From an optimization exercise on the open Yosys and OpenROAD flow, aimed at small area, a short achievable clock period and few clock cycles per item; shortcuts taken in it are not production practice. In this exercise RTL edits were held to simulation tests only and were not proved equivalent to the original.

==> inputs of exp/delta <==
==> flow/design.v (excerpt) <==
module rs72_dec (
  input  wire         clk,
  input  wire         rst,
  input  wire         in_valid,
  output wire         in_ready,
  input  wire [575:0] in_cw,
  input  wire         in_mode,
  output wire         out_valid,
  output wire [511:0] out_data,
  output wire [2:0]   out_nerr,
  output wire         out_fail
);
==> flow/config.mk <==
export PLATFORM = sky130hd
export DESIGN_NAME = rs72_dec
export DESIGN_NICKNAME = rs72_dec
export VERILOG_FILES = /design/flow/design.v
export SDC_FILE = /design/flow/constraint.sdc
export NUM_CORES = 4
export LEC_CHECK = 0
export CAP_MARGIN = 20
export CORE_MARGIN = 2
export CORE_UTILIZATION = 30
export PLACE_DENSITY = 0.42
export SETUP_SLACK_MARGIN = 5
export SLEW_MARGIN = 20
==> flow/constraint.sdc <==
create_clock -name core_clock -period 10.0 [get_ports {clk}]
set_input_delay 2.0000 -clock core_clock [delete_from_list [all_inputs] [get_ports {clk}]]
set_output_delay 2.0000 -clock core_clock [all_outputs]
set_load 0.01 [all_outputs]
run.sh (not shown) runs the stock make flow with config.mk's settings and CLKGATE_MAP_FILE= SYNTH_SCRIPT=/design/flow/synth_recipe.tcl, a recipe that flattens the netlist after the stock synthesis.
==> exp/lagoon: changes against exp/delta <==
--- a/flow/design.v
+++ b/flow/design.v
@@ -117,18 +117,20 @@
         4'hd: inv16 = 4'h4;
         4'he: inv16 = 4'h3;
         4'hf: inv16 = 4'h8;
       endcase
     end
   endfunction
-  function automatic [7:0] ginv(input [7:0] a);
-    reg [3:0] d, di;
+  function automatic [3:0] gnorm(input [7:0] a);
+    gnorm = mulL(sq16(a[7:4])) ^ m16(a[7:4], a[3:0]) ^ sq16(a[3:0]);
+  endfunction
+  function automatic [7:0] ginvn(input [7:0] a, input [3:0] d);
+    reg [3:0] di;
     begin
-      d  = mulL(sq16(a[7:4])) ^ m16(a[7:4], a[3:0]) ^ sq16(a[3:0]);
       di = inv16(d);
-      ginv = {m16(a[7:4], di), m16(a[7:4] ^ a[3:0], di)};
+      ginvn = {m16(a[7:4], di), m16(a[7:4] ^ a[3:0], di)};
     end
   endfunction
   reg [8:0] v;
   always @(posedge clk)
     if (rst) v <= 9'd0;
     else     v <= {v[7:0], in_valid};
@@ -10018,47 +10020,51 @@
   assign c6_cnt[0] = c6_t08[0] | c6_t47[0];
   assign c6_cnt[1] = c6_t08[1] | c6_t47[1] | (c6_t08[0] & c6_t47[0]);
   assign c6_cnt[2] = c6_t08[2] | c6_t47[2] | (c6_t08[0] & c6_t47[1]) | (c6_t08[1] & c6_t47[0]);
   assign c6_cnt[3] = c6_t08[3] | c6_t47[3] | (c6_t08[0] & c6_t47[2]) | (c6_t08[1] & c6_t47[1]) | (c6_t08[2] & c6_t47[0]);
   assign c6_cnt[4] = c6_t08[4] | c6_t47[4] | (c6_t08[0] & c6_t47[3]) | (c6_t08[1] & c6_t47[2]) | (c6_t08[2] & c6_t47[1]) | (c6_t08[3] & c6_t47[0]);
   wire [4:0] c6_nut = {1'b0, r5_nu == 3'd4, r5_nu >= 3'd3, r5_nu >= 3'd2, r5_nu != 3'd0};
+  wire [7:0] c6_den [0:3];
+  generate for (gp = 0; gp < 4; gp = gp + 1) begin : g_den
+    assign c6_den[gp] = r5_l1 ^ gm(r5_l3, r5_y2[gp]);
+  end endgenerate
   reg [511:0] r6_d;
   reg [7:0]   r6_y [0:3];
   reg [7:0]   r6_num [0:3];
   reg [7:0]   r6_den [0:3];
+  reg [3:0]   r6_dn [0:3];     
   reg [2:0]   r6_nu;
   reg         r6_f;
   always @(posedge clk) begin
     r6_d <= r5_d;
     for (i = 0; i < 4; i = i + 1) begin
       r6_y[i]   <= r5_y[i];
       r6_num[i] <= gred(gmu(r5_o[0], r5_yi[i]) ^ gmu(r5_o[2], r5_y[i]) ^ gmu(r5_o[3], r5_y2[i])) ^ r5_o[1];
-      r6_den[i] <= r5_l1 ^ gm(r5_l3, r5_y2[i]);
+      r6_den[i] <= c6_den[i];
+      r6_dn[i]  <= gnorm(c6_den[i]);
     end
     r6_nu <= r5_nu;
     r6_f  <= r5_f | (c6_cnt != c6_nut);
   end
   reg [511:0] r7_d;
   reg [7:0]   r7_y [0:3];
-  reg [7:0]   r7_num [0:3];
-  reg [7:0]   r7_inv [0:3];
+  reg [7:0]   r7_e [0:3];
   reg [2:0]   r7_nu;
   reg         r7_f;
   always @(posedge clk) begin
     r7_d <= r6_d;
     for (i = 0; i < 4; i = i + 1) begin
-      r7_y[i]   <= r6_y[i];
-      r7_num[i] <= r6_num[i];
-      r7_inv[i] <= ginv(r6_den[i]);
+      r7_y[i] <= r6_y[i];
+      r7_e[i] <= gm(r6_num[i], ginvn(r6_den[i], r6_dn[i]));
     end
     r7_nu <= r6_nu;
     r7_f  <= r6_f;
   end
   wire [7:0] c8_e [0:3];
   generate for (gp = 0; gp < 4; gp = gp + 1) begin : g_e
-    assign c8_e[gp] = tob(gm(r7_num[gp], r7_inv[gp]));
+    assign c8_e[gp] = tob(r7_e[gp]);
   end endgenerate
   wire [511:0] c8_x;
   assign c8_x[7:0] = ({8{r7_y[0] == 8'h5b}} & c8_e[0]) | ({8{r7_y[1] == 8'h5b}} & c8_e[1]) | ({8{r7_y[2] == 8'h5b}} & c8_e[2]) | ({8{r7_y[3] == 8'h5b}} & c8_e[3]);
   assign c8_x[15:8] = ({8{r7_y[0] == 8'h18}} & c8_e[0]) | ({8{r7_y[1] == 8'h18}} & c8_e[1]) | ({8{r7_y[2] == 8'h18}} & c8_e[2]) | ({8{r7_y[3] == 8'h18}} & c8_e[3]);
   assign c8_x[23:16] = ({8{r7_y[0] == 8'h9f}} & c8_e[0]) | ({8{r7_y[1] == 8'h9f}} & c8_e[1]) | ({8{r7_y[2] == 8'h9f}} & c8_e[2]) | ({8{r7_y[3] == 8'h9f}} & c8_e[3]);
   assign c8_x[31:24] = ({8{r7_y[0] == 8'h89}} & c8_e[0]) | ({8{r7_y[1] == 8'h89}} & c8_e[1]) | ({8{r7_y[2] == 8'h89}} & c8_e[2]) | ({8{r7_y[3] == 8'h89}} & c8_e[3]);
CAP_MARGIN = 35   (was 20)
SLEW_MARGIN = 35   (was 20)
==> notes <==
- exp/lagoon completed, yet does not pass: antenna rules. exp/delta reached the layout checks and failed them: capacitance limit, slew limit.
- Routed wire length: exp/lagoon is higher than exp/delta (2.4%).
- Between exp/delta and exp/lagoon, the lower non-clock buffer count is in exp/delta (gap 51).
- In synthesized area, exp/delta and exp/lagoon hardly differ.
- Synthesized cell count is about the same in exp/lagoon and exp/delta.
- Of exp/delta and exp/lagoon, exp/lagoon has the higher global-route usage (gap 0.99 points).
- Critical path depth is the same in exp/lagoon and exp/delta.
- Sequential share of layout area: exp/delta is higher than exp/lagoon (0.45 points).
==> figures <==
quantity	exp/lagoon	exp/delta
Result of the run	finished with violations	finished with violations
Reasons for failing layout checks	antenna rules	capacitance limit, slew limit
Maximum number of pins on one net before global-route repair	46	65
Reg-to-reg endpoint	r4_z[1]$_DFF_P_	r4_o[2][1]$_DFF_P_
Final nets	32800	32800
Final cell count without fillers	46500	46100
Startpoint of the most critical setup path	r3_nu[1]$_DFF_P_	r3_S[0][7]$_DFF_P_
Core utilization of the finished layout	37.2%	36.8%
# diodes	1002	556
Placer congestion estimate	1.13	1.11
Clkbuf count	849	846
Worst hold slack after final layout	243 ps	205 ps
XOR/XNOR share of the synthesized area	42.5%	42.4%
Adder and majority cell fraction of the synthesized area	0.643%	0.668%
Clk Latency, worst-skew pair	1150 ps	1140 ps
Multi-input gates	22800	22800
Vias	248000	246000
Net count after synthesis	30900	31000
Testbench counts of exp/delta, summed over its fixed seeds: cycles 3,272, items 3,200.
Testbench counts of exp/lagoon, summed over its fixed seeds: cycles 3,272, items 3,200.

==> separate check: timing with driven ports <==
The flow's constraints put no driver on any port. The routed layouts listed below were extracted and timed again, unchanged, in two steps. Step 1 assumes that a clkbuf_16 drives the clock port and a buf_2 every other input. Step 2 moves the port delays by t, midway between the first and last clock arrival at a register: inputs arrive t later, outputs are due t later. That takes back most of the time a late clock gives input paths. Three values: no drivers, after step 1, after step 2; two values: the first two.
| run | t, ns | slack for setup (ns) | worst hold slack (ns) | worst setup path at the end | pins driven straight from the clock port |
|---|---|---|---|---|---|
| exp/delta | 1.224 | 4.720 / 4.720 / 4.720 | 0.205 / 0.205 / 0.205 | register to register | 1 |
| exp/lagoon | 1.247 | 4.709 / 4.709 / 4.709 | 0.243 / 0.243 / 0.243 | register to register | 1 |
